From an optimization exercise on the open Yosys and OpenROAD flow, aimed at small area and a short achievable clock period; shortcuts taken in it are not production practice. The RTL was checked by simulation tests, not by an equivalence proof against the original design.

==> flow/design.v <==
module ct_time_core (
  input  wire        clk,
  input  wire        rst,
  input  wire        cmd_valid,
  input  wire [2:0]  cmd_op,
  input  wire [95:0] cmd_data,
  output reg         resp_valid,
  output reg  [1:0]  resp_status,
  output wire [47:0] time_sec,
  output wire [29:0] time_ns,
  output wire [31:0] time_frac,
  output wire [63:0] linear_ns,
  output wire [15:0] linear_frac,
  output wire [47:0] rate_adj,
  output wire [47:0] rate_total,
  output wire [47:0] slew_limit,
  output wire [63:0] slew_remain,
  output wire [2:0]  status,
  output wire [3:0]  sticky,
  output wire [3:0]  cmp_armed,
  output wire [3:0]  cmp_fire
);
  localparam [2:0] OP_STICKY_CLR = 3'd0;
  localparam [2:0] OP_LOAD       = 3'd1;
  localparam [2:0] OP_RATE_SET   = 3'd2;
  localparam [2:0] OP_SLEW_LIMIT = 3'd3;
  localparam [2:0] OP_PHASE_ADJ  = 3'd4;
  localparam [2:0] OP_STEP       = 3'd5;
  localparam [2:0] OP_CMP_ARM    = 3'd6;
  localparam [2:0] OP_CMP_DISARM = 3'd7;
  localparam [1:0] ST_OK    = 2'd0;
  localparam [1:0] ST_RANGE = 2'd1;
  localparam [1:0] ST_BUSY  = 2'd2;
  localparam [29:0] NS_PER_SEC = 30'd1000000000;
  localparam [29:0] NS_NEG     = 30'd73741824;              
  localparam [38:0] RMAX       = 39'd56294995342;           
  localparam [34:0] SL_MIN     = 35'd28147;
  localparam [34:0] SL_MAX     = 35'd28147497671;
  localparam [34:0] SL_RESET   = 35'd2814750;
  reg  [47:0] sec_q;
  reg  [29:0] ns_q;
  reg  [51:0] sub_q;       
  reg  [36:0] rate_q;      
  reg  [41:0] r25_q;       
  reg  [34:0] slim_q;      
  reg  [82:0] rem_q;       
  reg  [3:0]  sticky_q;
  reg         clq_p;       
  reg         clq_n;       
  reg  [3:0]  armed_q;
  reg  [79:0] tgt0_q, tgt1_q, tgt2_q, tgt3_q;
  wire [54:0] sx   = {7'd0, sec_q};
  wire [54:0] sn   = {7'd0, ~sec_q};
  wire [54:0] kconst = 55'd0
                     - ((((55'd1 << 48) - 55'd1)) << 17) - ((((55'd1 << 48) - 55'd1)) << 14)
                     - ((((55'd1 << 48) - 55'd1)) << 9)  - ((((55'd1 << 48) - 55'd1)) << 7)
                     - ((((55'd1 << 48) - 55'd1)) << 5);
  wire [54:0] m_o0 = sx << 21;
  wire [54:0] m_o1 = sn << 17;
  wire [54:0] m_o2 = sn << 14;
  wire [54:0] m_o3 = sx << 12;
  wire [54:0] m_o4 = sn << 9;
  wire [54:0] m_o5 = sn << 7;
  wire [54:0] m_o6 = sn << 5;
  wire [54:0] m_o7 = sx << 2;
  wire [54:0] m_o8 = sx;
  wire [54:0] m_o9 = {34'd0, ns_q[29:9]};
  wire [54:0] m_s0 = ((m_o0) ^ (m_o1) ^ (m_o2));
  wire [55:0] m_c0 = ({(((m_o0) & (m_o1)) | ((m_o0) & (m_o2)) | ((m_o1) & (m_o2))), 1'b0});
  wire [54:0] m_s1 = ((m_o3) ^ (m_o4) ^ (m_o5));
  wire [55:0] m_c1 = ({(((m_o3) & (m_o4)) | ((m_o3) & (m_o5)) | ((m_o4) & (m_o5))), 1'b0});
  wire [54:0] m_s2 = ((m_o6) ^ (m_o7) ^ (m_o8));
  wire [55:0] m_c2 = ({(((m_o6) & (m_o7)) | ((m_o6) & (m_o8)) | ((m_o7) & (m_o8))), 1'b0});
  wire [54:0] m_s3 = ((m_s0) ^ (m_c0[54:0]) ^ (m_s1));
  wire [55:0] m_c3 = ({(((m_s0) & (m_c0[54:0])) | ((m_s0) & (m_s1)) | ((m_c0[54:0]) & (m_s1))), 1'b0});
  wire [54:0] m_s4 = ((m_c1[54:0]) ^ (m_s2) ^ (m_c2[54:0]));
  wire [55:0] m_c4 = ({(((m_c1[54:0]) & (m_s2)) | ((m_c1[54:0]) & (m_c2[54:0])) | ((m_s2) & (m_c2[54:0]))), 1'b0});
  wire [54:0] m_s5 = ((m_s3) ^ (m_c3[54:0]) ^ (m_s4));
  wire [55:0] m_c5 = ({(((m_s3) & (m_c3[54:0])) | ((m_s3) & (m_s4)) | ((m_c3[54:0]) & (m_s4))), 1'b0});
  wire [54:0] m_s6 = ((m_c4[54:0]) ^ (m_o9) ^ (kconst));
  wire [55:0] m_c6 = ({(((m_c4[54:0]) & (m_o9)) | ((m_c4[54:0]) & (kconst)) | ((m_o9) & (kconst))), 1'b0});
  wire [54:0] m_s7 = ((m_s5) ^ (m_c5[54:0]) ^ (m_s6));
  wire [55:0] m_c7 = ({(((m_s5) & (m_c5[54:0])) | ((m_s5) & (m_s6)) | ((m_c5[54:0]) & (m_s6))), 1'b0});
  wire [54:0] m_s8 = ((m_s7) ^ (m_c7[54:0]) ^ (m_c6[54:0]));
  wire [55:0] m_c8 = ({(((m_s7) & (m_c7[54:0])) | ((m_s7) & (m_c6[54:0])) | ((m_c7[54:0]) & (m_c6[54:0]))), 1'b0});
  wire [54:0] lin_hi;
  wire        lin_co;
  ct_add #(55) u_lin (.a(m_s8), .b(m_c8[54:0]), .ci(1'b0), .s(lin_hi), .co(lin_co));
  wire [63:0] lin_ns = {lin_hi, ns_q[8:0]};
  wire [79:0] now80  = {lin_ns, sub_q[51:36]};
  wire [24:0] now_lo = {ns_q[8:0], sub_q[51:36]};
  function fire_f;
    input [54:0] hs;
    input [54:0] hc;
    input [24:0] lo;
    input [79:0] tgt;           
    reg   [54:0] t, fs, fc, p, g;
    reg   [63:0] gg, pp;
    reg          cin, c;
    integer      i, w;
    begin
      cin = (lo >= ~tgt[24:0]);
      t   = tgt[79:25];
      fs  = hs ^ hc ^ t;
      fc  = {((hs[53:0] & hc[53:0]) | (hs[53:0] & t[53:0]) | (hc[53:0] & t[53:0])), 1'b0};
      p = fs ^ fc;
      g = fs & fc;
      gg = 64'd0;
      pp = {64{1'b1}};
      gg[0] = cin;
      pp[0] = 1'b0;
      for (i = 0; i < 54; i = i + 1) begin
        gg[i + 1] = g[i];
        pp[i + 1] = p[i];
      end
      for (w = 32; w >= 1; w = w / 2)
        for (i = 0; i < 32; i = i + 1)
          if (i < w) begin
            gg[i] = gg[2 * i + 1] | (pp[2 * i + 1] & gg[2 * i]);
            pp[i] = pp[2 * i + 1] & pp[2 * i];
          end
      c = gg[0];
      fire_f = ~(p[54] ^ c);
    end
  endfunction
  wire [3:0] hit;
  assign hit[0] = armed_q[0] & fire_f(m_s8, m_c8[54:0], now_lo, tgt0_q);
  assign hit[1] = armed_q[1] & fire_f(m_s8, m_c8[54:0], now_lo, tgt1_q);
  assign hit[2] = armed_q[2] & fire_f(m_s8, m_c8[54:0], now_lo, tgt2_q);
  assign hit[3] = armed_q[3] & fire_f(m_s8, m_c8[54:0], now_lo, tgt3_q);
  wire        rem_zero = ~|rem_q;
  wire        rem_neg  = rem_q[82];
  wire [38:0] rate_x   = {{2{rate_q[36]}}, rate_q};
  wire [38:0] slim_x   = {4'd0, slim_q};
  wire [38:0] rt_raw;
  wire        rt_co;
  ct_add #(39) u_rt (.a(rate_x), .b(rem_neg ? ~slim_x : slim_x),
                     .ci(rem_neg), .s(rt_raw), .co(rt_co));
  wire cl_hi = ~rem_neg & clq_p;
  wire cl_lo =  rem_neg & clq_n;
  wire slew_clamped = (rem_neg ? clq_n : clq_p) & ~rem_zero;
  wire [38:0] rt = rem_zero ? rate_x : cl_hi ? RMAX : cl_lo ? (39'd0 - RMAX) : rt_raw;
  wire [39:0] sl_a = {1'b0, slim_q, 4'd0};
  wire [39:0] sl_b = {2'b0, slim_q, 3'd0};
  wire [39:0] sl_c = {5'd0, slim_q};
  wire [39:0] sl25_s = ((sl_a) ^ (sl_b) ^ (sl_c));
  wire [40:0] sl25_k = ({(((sl_a) & (sl_b)) | ((sl_a) & (sl_c)) | ((sl_b) & (sl_c))), 1'b0});
  wire [39:0] sl25;
  wire        sl25_co;
  ct_add #(40) u_sl25 (.a(sl25_s), .b(sl25_k[39:0]), .ci(1'b0), .s(sl25), .co(sl25_co));
  localparam [39:0] RMAX25 = 40'd25 * RMAX;                      
  wire [39:0] h25p;
  wire        h25p_co;
  ct_add #(40) u_h25p (.a(RMAX25), .b(~r25_q[39:0]), .ci(1'b1), .s(h25p), .co(h25p_co));
  wire [39:0] h25n;
  wire        h25n_co;
  ct_add #(40) u_h25n (.a(RMAX25), .b(r25_q[39:0]), .ci(1'b0), .s(h25n), .co(h25n_co));
  wire [39:0] m25 = rem_neg ? (clq_n ? h25n : sl25) : (clq_p ? h25p : sl25);
  wire        rem_hi0 = ~|rem_q[82:40];
  wire        rem_hi1 =  &rem_q[82:40];
  wire [39:0] fin_s;
  wire        fin_co;
  ct_add #(40) u_fin (.a(m25), .b(rem_neg ? rem_q[39:0] : ~rem_q[39:0]), .ci(~rem_neg),
                      .s(fin_s), .co(fin_co));
  wire        finish = rem_zero | (fin_co & (rem_neg ? rem_hi1 : rem_hi0));
  wire [19:0] pl_s;
  wire        pl_co;
  ct_add #(20) u_pl (.a(rem_q[19:0]), .b(rem_neg ? m25[19:0] : ~m25[19:0]), .ci(~rem_neg),
                     .s(pl_s), .co(pl_co));
  wire [19:0] dm_s;
  wire        dm_co;
  ct_add #(20) u_dm (.a(rem_q[39:20]), .b(rem_neg ? m25[39:20] : ~m25[39:20]), .ci(pl_co),
                     .s(dm_s), .co(dm_co));
  wire [42:0] rh_inc = rem_q[82:40] + 43'd1;
  wire [42:0] rh_dec = rem_q[82:40] - 43'd1;
  wire [42:0] dd_hi  = rem_neg ? (dm_co ? rh_inc : rem_q[82:40]) : (dm_co ? rem_q[82:40] : rh_dec);
  wire [82:0] dd     = {dd_hi, dm_s, pl_s};
  wire [82:0] rem_slew = finish ? 83'd0 : dd;
  wire [53:0] inc_rate = {r25_q[41] ? 12'd1599 : 12'd1600, r25_q};
  wire [53:0] ybase;                                                
  wire        yb_co;
  ct_add #(54) u_yb (.a({2'b00, sub_q}), .b(inc_rate), .ci(1'b0), .s(ybase), .co(yb_co));
  wire [40:0] xs = finish ? rem_q[40:0] : (rem_neg ? ~{1'b0, m25} : {1'b0, m25});
  wire [53:0] ynorm;
  wire        yn_co;
  ct_add #(54) u_yn (.a(ybase), .b({{13{xs[40]}}, xs}), .ci(~finish & rem_neg), .s(ynorm), .co(yn_co));
  wire [29:0] ns_p1 = ns_q + 30'd1;
  wire [29:0] ns_p2 = ns_q + 30'd2;
  wire        ns_e1 = (ns_q == NS_PER_SEC - 30'd1);
  wire        ns_e2 = (ns_q == NS_PER_SEC - 30'd2);
  wire [47:0] sec_p1 = sec_q + 48'd1;
  wire        k2n    = ynorm[53];
  wire        wrap_n = ns_e1 | (k2n & ns_e2);
  wire [29:0] ns_n   = k2n ? (ns_e1 ? 30'd1 : ns_e2 ? 30'd0 : ns_p2)
                           : (ns_e1 ? 30'd0 : ns_p1);
  wire [47:0] sec_n  = wrap_n ? sec_p1 : sec_q;
  wire        k2b    = ybase[53];
  wire        wrap_b = ns_e1 | (k2b & ns_e2);
  wire [29:0] ns_b   = k2b ? (ns_e1 ? 30'd1 : ns_e2 ? 30'd0 : ns_p2)
                           : (ns_e1 ? 30'd0 : ns_p1);
  wire [47:0] sec_b  = wrap_b ? sec_p1 : sec_q;
  wire is_load  = cmd_valid && (cmd_op == OP_LOAD);
  wire is_rate  = cmd_valid && (cmd_op == OP_RATE_SET);
  wire is_slim  = cmd_valid && (cmd_op == OP_SLEW_LIMIT);
  wire is_padj  = cmd_valid && (cmd_op == OP_PHASE_ADJ);
  wire is_step  = cmd_valid && (cmd_op == OP_STEP);
  wire is_arm   = cmd_valid && (cmd_op == OP_CMP_ARM);
  wire is_dis   = cmd_valid && (cmd_op == OP_CMP_DISARM);
  wire is_clr   = cmd_valid && (cmd_op == OP_STICKY_CLR);
  wire [29:0] ld_ns   = cmd_data[77:48];
  wire        ld_ok   = (ld_ns < NS_PER_SEC);
  wire        do_load = is_load && ld_ok;
  wire        rs_neg = cmd_data[47];
  wire        rs_hi  = ~rs_neg & (cmd_data[46:0] > 47'd56294995342);
  wire        rs_lo  =  rs_neg & (cmd_data[46:0] < (47'd0 - 47'd56294995342));
  wire        rs_hit = rs_hi | rs_lo;
  wire [36:0] rs_cl  = rs_hi ? RMAX[36:0] : rs_lo ? (37'd0 - RMAX[36:0]) : cmd_data[36:0];
  wire [41:0] rs_x   = {{5{cmd_data[36]}}, cmd_data[36:0]};
  wire [41:0] rs_s0  = ((rs_x << 4) ^ (rs_x << 3) ^ (rs_x));
  wire [42:0] rs_k0  = ({(((rs_x << 4) & (rs_x << 3)) | ((rs_x << 4) & (rs_x)) | ((rs_x << 3) & (rs_x))), 1'b0});
  wire [41:0] rs25_v;
  wire        rs25_co;
  ct_add #(42) u_rs25 (.a(rs_s0), .b(rs_k0[41:0]), .ci(1'b0), .s(rs25_v), .co(rs25_co));
  wire [41:0] rs25   = rs_hi ? (42'd25 * 42'd56294995342) : rs_lo ? (42'd0 - 42'd25 * 42'd56294995342) : rs25_v;
  wire [47:0] sl_in = cmd_data[47:0];
  wire        sl_ok = (sl_in >= {13'd0, SL_MIN}) && (sl_in <= {13'd0, SL_MAX});
  wire [36:0] rate_d = is_rate ? rs_cl : rate_q;
  wire [34:0] slim_d = (is_slim && sl_ok) ? sl_in[34:0] : slim_q;
  wire [64:0] pa_r  = {{2{rem_q[82]}}, rem_q[82:20]};
  wire [64:0] pa_m  = rem_neg ? {45'd0, m25[39:20]} : ~{45'd0, m25[39:20]};
  wire [64:0] pa_c  = {cmd_data[63], cmd_data[63:0]};
  wire [64:0] pa_s0 = ((pa_r) ^ (pa_m) ^ (pa_c));
  wire [65:0] pa_k0 = ({(((pa_r) & (pa_m)) | ((pa_r) & (pa_c)) | ((pa_m) & (pa_c))), 1'b0});
  wire [64:0] pa_nf;
  wire        pa_co;
  ct_add #(65) u_pa (.a(pa_s0), .b(pa_k0[64:0]), .ci(pl_co), .s(pa_nf), .co(pa_co));
  wire [84:0] pa_sum = finish ? {pa_c, 20'd0} : {pa_nf, pl_s};
  wire [32:0] pa_top = pa_sum[84:52];
  wire [31:0] zp = pa_s0[31:0] ^ pa_k0[31:0];
  wire [31:0] zc = {pa_s0[30:0] | pa_k0[30:0], pl_co};
  wire        nf_low0 = (zp == zc) & ~|pl_s;
  wire        pa_low0 = finish ? ~|pa_c[31:0] : nf_low0;
  wire        pa_ok  = pa_top[32] ? (pa_top >= (33'd0 - 33'd1000000000))
                                  : ((pa_top < 33'd1000000000) | ((pa_top == 33'd1000000000) & pa_low0));
  wire        st_neg  = cmd_data[63];
  wire [31:0] st_sec  = cmd_data[61:30];
  wire [29:0] st_ns   = cmd_data[29:0];
  wire [31:0] st_frac = cmd_data[95:64];
  wire        st_ok   = (st_ns < NS_PER_SEC);
  wire        do_step = is_step && st_ok;
  wire [29:0] ns_bf   = ns_b + NS_NEG;                              
  wire [29:0] ns_bb   = ns_b + NS_PER_SEC;                          
  wire [29:0] st_nsx  = st_neg ? ~st_ns : st_ns;
  wire [29:0] st_t0, st_t1;
  wire        st_t0_co, st_t1_co;
  ct_add #(30) u_stn0 (.a(ns_b), .b(st_nsx), .ci(st_neg), .s(st_t0), .co(st_t0_co));
  ct_add #(30) u_stn1 (.a(st_neg ? ns_bb : ns_bf), .b(st_nsx), .ci(st_neg), .s(st_t1), .co(st_t1_co));
  wire        st_c    = st_neg ? ~st_t0_co : ({st_t0_co, st_t0} >= {1'b0, NS_PER_SEC});
  wire [29:0] st_ns_n = st_c ? st_t1 : st_t0;
  wire [47:0] st_s0, st_s1;
  ct_add2 #(48) u_sts (.a(sec_b), .b(st_neg ? ~{16'd0, st_sec} : {16'd0, st_sec}),
                       .s0(st_s0), .s1(st_s1));
  wire [47:0] st_sec_n = (st_neg ^ st_c) ? st_s1 : st_s0;
  wire [82:0] st_rem = st_neg ? (83'd0 - {31'd0, st_frac, 20'd0}) : {31'd0, st_frac, 20'd0};
  wire [1:0]  cu       = cmd_data[81:80];
  wire [79:0] arm_tgt  = cmd_data[79:0];
  wire        arm_lt   = (arm_tgt[77:0] < now80[77:0]);
  wire        arm_eq   = (arm_tgt[77:0] == now80[77:0]);
  wire [1:0]  arm_hi   = arm_tgt[79:78] - now80[79:78] - {1'b0, arm_lt};
  wire        arm_far  = ~((arm_hi == 2'd0) | ((arm_hi == 2'd3) & ~arm_eq));
  wire        arm_busy = armed_q[cu];
  wire        do_arm   = is_arm && !arm_busy && !arm_far;
  wire [39:0] rate_nx = {{3{rate_d[36]}}, rate_d};
  wire [39:0] slim_nx = {5'd0, slim_d};
  wire [39:0] kp_c    = 40'd0 - {1'b0, RMAX} - 40'd1;
  wire [39:0] kp_s0   = ((slim_nx) ^ (rate_nx) ^ (kp_c));
  wire [40:0] kp_k0   = ({(((slim_nx) & (rate_nx)) | ((slim_nx) & (kp_c)) | ((rate_nx) & (kp_c))), 1'b0});
  wire [39:0] kp_sum;
  wire        kp_co;
  ct_add #(40) u_kp (.a(kp_s0), .b(kp_k0[39:0]), .ci(1'b0), .s(kp_sum), .co(kp_co));
  wire [39:0] kn_s0   = ((slim_nx) ^ (~rate_nx) ^ (kp_c));
  wire [40:0] kn_k0   = ({(((slim_nx) & (~rate_nx)) | ((slim_nx) & (kp_c)) | ((~rate_nx) & (kp_c))), 1'b0});
  wire [39:0] kn_sum;
  wire        kn_co;
  ct_add #(40) u_kn (.a(kn_s0), .b(kn_k0[39:0]), .ci(1'b1), .s(kn_sum), .co(kn_co));
  always @(posedge clk) begin
    if (rst) begin
      sec_q       <= 48'd0;
      ns_q        <= 30'd0;
      sub_q       <= 52'd0;
      rate_q      <= 37'd0;
      r25_q       <= 42'd0;
      slim_q      <= SL_RESET;
      rem_q       <= 83'd0;
      sticky_q    <= 4'd0;
      clq_p       <= 1'b0;
      clq_n       <= 1'b0;
      armed_q     <= 4'd0;
      resp_valid  <= 1'b0;
      resp_status <= ST_OK;
    end else begin
      resp_valid  <= cmd_valid;
      resp_status <= ST_OK;
      if (do_load) begin
        sec_q <= cmd_data[47:0];
        ns_q  <= ld_ns;
        sub_q <= 52'd0;
        rem_q <= 83'd0;
      end else if (do_step) begin
        sec_q <= st_sec_n;
        ns_q  <= st_ns_n;
        sub_q <= ybase[51:0];
        rem_q <= st_rem;
      end else begin
        sec_q <= sec_n;
        ns_q  <= ns_n;
        sub_q <= ynorm[51:0];
        if (is_padj && pa_ok)
          rem_q <= pa_sum[82:0];
        else
          rem_q <= rem_slew;
      end
      if (is_clr)
        sticky_q <= sticky_q & ~cmd_data[3:0];
      if (do_step)
        sticky_q[0] <= 1'b1;
      if (is_rate && rs_hit)
        sticky_q[1] <= 1'b1;
      if (slew_clamped && !do_load && !do_step)
        sticky_q[2] <= 1'b1;
      if (is_padj && !pa_ok)
        sticky_q[3] <= 1'b1;
      if (is_rate) begin
        rate_q <= rs_cl;
        r25_q  <= rs25;
      end
      clq_p <= ~kp_sum[39];
      clq_n <= ~kn_sum[39];
      if (is_slim && sl_ok)
        slim_q <= sl_in[34:0];
      armed_q <= armed_q & ~hit;
      if (is_dis)
        armed_q[cmd_data[1:0]] <= 1'b0;
      if (do_arm)
        armed_q[cu] <= 1'b1;
      if ((is_load && !ld_ok) || (is_slim && !sl_ok) || (is_padj && !pa_ok) ||
          (is_step && !st_ok))
        resp_status <= ST_RANGE;
      if (is_arm)
        resp_status <= arm_busy ? ST_BUSY : (arm_far ? ST_RANGE : ST_OK);
    end
  end
  always @(posedge clk) begin
    if (!rst && do_arm && cu == 2'd0) tgt0_q <= ~arm_tgt;
    if (!rst && do_arm && cu == 2'd1) tgt1_q <= ~arm_tgt;
    if (!rst && do_arm && cu == 2'd2) tgt2_q <= ~arm_tgt;
    if (!rst && do_arm && cu == 2'd3) tgt3_q <= ~arm_tgt;
  end
  wire [62:0] rem_tr;
  wire        rem_tr_co;
  ct_add #(63) u_tr (.a(rem_q[82:20]), .b(63'd0), .ci(rem_neg & (|rem_q[19:0])),
                     .s(rem_tr), .co(rem_tr_co));
  assign time_sec    = sec_q;
  assign time_ns     = ns_q;
  assign time_frac   = sub_q[51:20];
  assign linear_ns   = lin_ns;
  assign linear_frac = sub_q[51:36];
  assign rate_adj    = {{11{rate_q[36]}}, rate_q};
  assign rate_total  = {{9{rt[38]}}, rt};
  assign slew_limit  = {13'd0, slim_q};
  assign slew_remain = {rem_tr[62], rem_tr};
  assign status      = {slew_clamped, (rate_q == RMAX[36:0]) || (rate_q == (37'd0 - RMAX[36:0])), !rem_zero};
  assign sticky      = sticky_q;
  assign cmp_armed   = armed_q;
  assign cmp_fire    = hit;
endmodule
module ct_add #(parameter N = 8) (
  input  wire [N-1:0] a,
  input  wire [N-1:0] b,
  input  wire         ci,
  output wire [N-1:0] s,
  output wire         co
);
  localparam LOG = (N > 64) ? 7 : (N > 32) ? 6 : (N > 16) ? 5 : (N > 8) ? 4 : (N > 4) ? 3 : (N > 2) ? 2 : 1;
  wire [N-1:0] p  = a ^ b;
  wire [N-1:0] g0 = a & b;
  reg  [N-1:0] G, P;
  integer i, l, d;
  always @* begin
    G = g0;
    P = p;
    G[0] = g0[0] | (p[0] & ci);
    for (l = 0; l < LOG; l = l + 1) begin
      d = 1 << l;
      for (i = 0; i < N; i = i + 1)
        if ((i % (2 * d)) == 2 * d - 1) begin
          G[i] = G[i] | (P[i] & G[i - d]);
          P[i] = P[i] & P[i - d];
        end
    end
    for (l = LOG - 2; l >= 0; l = l - 1) begin
      d = 1 << l;
      for (i = 0; i < N; i = i + 1)
        if (i >= 3 * d - 1 && ((i - (3 * d - 1)) % (2 * d)) == 0) begin
          G[i] = G[i] | (P[i] & G[i - d]);
          P[i] = P[i] & P[i - d];
        end
    end
  end
  assign s  = p ^ {G[N-2:0], ci};
  assign co = G[N-1];
endmodule
module ct_add2 #(parameter N = 8) (
  input  wire [N-1:0] a,
  input  wire [N-1:0] b,
  output wire [N-1:0] s0,
  output wire [N-1:0] s1
);
  localparam LOG = (N > 64) ? 7 : (N > 32) ? 6 : (N > 16) ? 5 : (N > 8) ? 4 : (N > 4) ? 3 : (N > 2) ? 2 : 1;
  wire [N-1:0] p  = a ^ b;
  wire [N-1:0] g0 = a & b;
  reg  [N-1:0] G, P;
  integer i, l, d;
  always @* begin
    G = g0;
    P = p;
    for (l = 0; l < LOG; l = l + 1) begin
      d = 1 << l;
      for (i = 0; i < N; i = i + 1)
        if ((i % (2 * d)) == 2 * d - 1) begin
          G[i] = G[i] | (P[i] & G[i - d]);
          P[i] = P[i] & P[i - d];
        end
    end
    for (l = LOG - 2; l >= 0; l = l - 1) begin
      d = 1 << l;
      for (i = 0; i < N; i = i + 1)
        if (i >= 3 * d - 1 && ((i - (3 * d - 1)) % (2 * d)) == 0) begin
          G[i] = G[i] | (P[i] & G[i - d]);
          P[i] = P[i] & P[i - d];
        end
    end
  end
  assign s0 = p ^ {G[N-2:0], 1'b0};
  assign s1 = p ^ {G[N-2:0] | P[N-2:0], 1'b1};
endmodule
==> flow/run.sh <==
#!/bin/bash
# synth_recipe.tcl (not shown) runs the flow's synth.tcl, then flattens the netlist and writes it again
# the make line also repeats each setting of config.mk as NAME=value (left out here)
make -C /OpenROAD-flow-scripts/flow DESIGN_CONFIG=/design/flow/config.mk WORK_HOME=/design/flow/orfs CLKGATE_MAP_FILE= SYNTH_SCRIPT=/design/flow/synth_recipe.tcl finish
==> flow/config.mk <==
export PLATFORM = sky130hd
export DESIGN_NAME = ct_time_core
export DESIGN_NICKNAME = ct_time_core
export VERILOG_FILES = /design/flow/design.v
export SDC_FILE = /design/flow/constraint.sdc
export NUM_CORES = 4
export LEC_CHECK = 0
export CAP_MARGIN = 20
export CORE_MARGIN = 2
export CORE_UTILIZATION = 30
export SLEW_MARGIN = 20
==> flow/constraint.sdc <==
create_clock -name core_clock -period 30.0 [get_ports {clk}]
set_input_delay 6.0000 -clock core_clock [delete_from_list [all_inputs] [get_ports {clk}]]
set_output_delay 6.0000 -clock core_clock [all_outputs]
set_load 0.01 [all_outputs]
==> impl_metrics.yaml <==
run_status:
  outcome: "finished clean"
die:
  initial_core_util_pct: 30.2
  rows: 200
  ios: 518
  coreArea_um2: 297000
  fp.dieW_um: 551
  die_y_um: 551
  dieArea_um2: 303000
timing:
  setup_tns_ns: 0
  rsz0062_at_grt: "false"
  tightest_slew_ns: 1.31
  setup_viol: 0
  fmax_ghz: 0.0643
  slew_viol_final: 0
  period_share_pct: 51.9
  finClkSkew_ns: 0.0536
  fin_ws_ns: 14.44
  fin_crit_ns: 15.56
  relSlewSlack_pct: 12.0
  hold_violations: 0
cts:
  worst_skew_pair.late_latency_ns: 0.79
  post_cts_buffers: 0
  cts_hold_repair.buffers: 0
  cts_buffer_depth: 3
  path_clk_slew_ns: 0.07
  cts_resized: 0
  htree_levels: 3
  numCtsBuffers: 89
  cts_tree: "yes"
  cts_root_buffer: "clkbuf_16"
  cts.sinks: 660
critical_path:
  arrival_ns: 9.56
  cp_common_cell: "fa_1"
  crit_required_ns: 24.00
  worstSetupPathType: "register to primary output"
  slowest_delay_ns: 0.92
  r2r_setup_slack_ns: 15.81
  path_max_fanout: 8
  crit_path_start_kind: "register"
  crit_slowest_cell: "fa_1"
  cp-end-kind: "primary output"
  crit_chain: "inv_1, fa_1, inv_1, fa_1, inv_1, fa_1, inv_1, fa_1, fa_1, fa_1, ha_1, o21ai_0, nand2b_1, a21oi_1, nor2b_1, o21ai_0, nand2b_1, a21oi_1, nand2_1, a2111oi_4, o21ai_0, xnor2_1, nor2b_1, clkdlybuf4s50_1"
  reg2reg_depth: 52
drt:
  drt_iter0_markers: 9295
  drt_first_pass_iters: 8
  ant_nets: 0
  drt-wirelength-per-cell_um: 28.0
  viasPerCell: 5.47
  drt_wl_total_mm: 404
  dr_total_vias: 78997
  drc_errors: 0
global_routing:
  grt_max_degree: 72
  grt_overflow: 0
  grt_pass1_vias: 76415
  grt_antenna_before_repair: 41
  grt_pass1_wl_mm: 570
  grt_util_all_layers_pct: 26.2
yosys:
  yosys.area.top_type_share_pct: 19.1
  seq_area_frac_synth_pct: 18.3
  yosysTopAreaCell: "ha_1"
  ys.flop_type: "dfxtp_1"
  syn_area_per_cell_um2: 8.96
  synth.distinct_cells: 104
  ys_warn_count: 11
  syn_inst: 10015
  synth.most_common_cell: "inv_1"
  synth_area_um2: 89700
  synthArstFlopShare_pct: 0
  synth-seq-cells: 660
  ys_top_cells_by_area: "ha_1 19%, fa_1 18%, edfxtp_1 11%"
  synth_edf_count: 320
  yosys-top-cells-count: "1555 x inv_1, 1370 x ha_1, 804 x fa_1"
finish:
  layout-drive-gt1-share_pct: 4.78
  regArea_um2: 16400
  fin_area_um2: 103000
  final_util_pct: 34.6
  area_growth_pct: 14.5
  fill_cells: 30772
  nets: 12686
  multi_input_area_um2: 65700
placed_design:
  post-place-ws_ns: 14.40
  dpl-instance-area_um2: 99500
  place.port_buffers: 504
  routabilityCongestion: 1.01
  hpwl_mm: 327
hold_path:
  whs_path_depth: 2
  hold_path_class: "register to register"
flow_run:
  drv_cap: 0
-- path summary, 6_finish.rpt --
kind,startpoint,endpoint
worst min-delay path,sticky_q[0]$_SDFFE_PP0P_,sticky_q[0]$_SDFFE_PP0P_
worst min register to register,sticky_q[0]$_SDFFE_PP0P_,sticky_q[0]$_SDFFE_PP0P_
worst max-delay path,sec_q[6]$_SDFFE_PP0P_,cmp_fire[1]
worst max register to register,slim_q[0]$_SDFF_PP0_,sec_q[5]$_SDFFE_PP0P_
-- area by class of cell --
cell class                      count  share of cell area, %
Multi-Input combinational cell   7387                   63.9
Inverter                         1558                   5.69
Antenna cell                       14                 0.0341
Clock buffer                      114                   2.38
Clock inverter                     51                  0.739
Tap cell                         3939                   4.80
Timing Repair Buffer              714                   6.45
Sequential cell                   660                   16.0
-- layout by cell type (no fill, tap or decap), types with 110 or more instances in the layout --
| cell | count |
|---|---|
| a211oi_1 | 150 |
| a21o_1 | 329 |
| a21oi_1 | 564 |
| buf_4 | 207 |
| clkdlybuf4s50_1 | 500 |
| dfxtp_1 | 337 |
| edfxtp_1 | 320 |
| fa_1 | 804 |
| ha_1 | 1370 |
| inv_1 | 1553 |
| nand2_1 | 524 |
| nand3_1 | 155 |
| nand4_1 | 199 |
| nor2_1 | 615 |
| nor2b_1 | 119 |
| nor3_1 | 139 |
| o21a_1 | 110 |
| o21ai_0 | 440 |
| xnor2_1 | 380 |
| xor2_1 | 305 |
-- flip-flops by register name (all words and copies together) (netlist names), 42 cells and up --
name	count
rem_q	83
tgt0_q	80
tgt1_q	80
tgt2_q	80
tgt3_q	80
sub_q	52
sec_q	48
r25_q	42
-- per-layer routing --
metal	share of wire, %	vias to the layer above	GRT usage, %
li1	-	35021	-
met5	0.059	-	0
met1	41	39164	34.3
met4	5.6	28	12.4
met3	11	785	7.28
met2	43	3999	39.6
-- metrics by stage --
stage | hold WS (ns) | std cells
3_3_place_gp | 0.452 | 14255
5_1_grt | 0.474 | 14426
2_1_floorplan | 0.481 | 10027
6_report | 0.460 | 14437
3_5_place_dp | 0.452 | 14255
4_1_cts | 0.460 | 14420
-- logic make-up (layout without fill, tap and decap cells) --
logic type / Yosys count / in the layout / synth area share (%)
simple gates: 2220 / 2220 / 12.2
buf+inv: 1980 / 2437 / 8.75
other cells: 1 / 27 / 0.00418
xor+xnor: 687 / 687 / 6.72
mux: 104 / 104 / 1.21
compound gates: 2189 / 2189 / 15.7
fa+ha+maj: 2174 / 2174 / 37.1
flops: 660 / 660 / 18.3
-- worst max-delay path: cells and delay by family (launching register included) --
kind | cells | cell delay (ns)
AO/OA/AOI/OAI | 6 | 1.96
buffers and inverters | 5 | 1.02
flip-flops | 1 | 0.65
AND/OR/NAND/NOR | 5 | 0.61
adder cells (fa/ha/maj) | 7 | 4.04
XOR/XNOR | 1 | 0.50

## what the ideal ports hide
The flow's constraints put no driver on any port. The routed layout listed below was extracted and timed again, unchanged, in two steps.
Step 1, drivers: a clkbuf_16 drives clk and a buf_2 each remaining input, both assumed.
Step 2 times the ports against the registers' clock, not the clock port: input delays grow and output delays shrink by t, the midpoint of the rising clock arrivals with the driver on.
Slacks: no drivers / after step 1 / after step 2; pairs: no drivers / after step 1.
shift t [ns]: 0.860
setup WS [ns]: 14.438 / 14.343 / 14.126
hold slack, ns: 0.460 / 0.460 / 0.460
After both steps setup and hold are still met in this run. For this run, drivers alone change the setup slack by -0.095 ns; drivers and shift together by -0.312 ns.
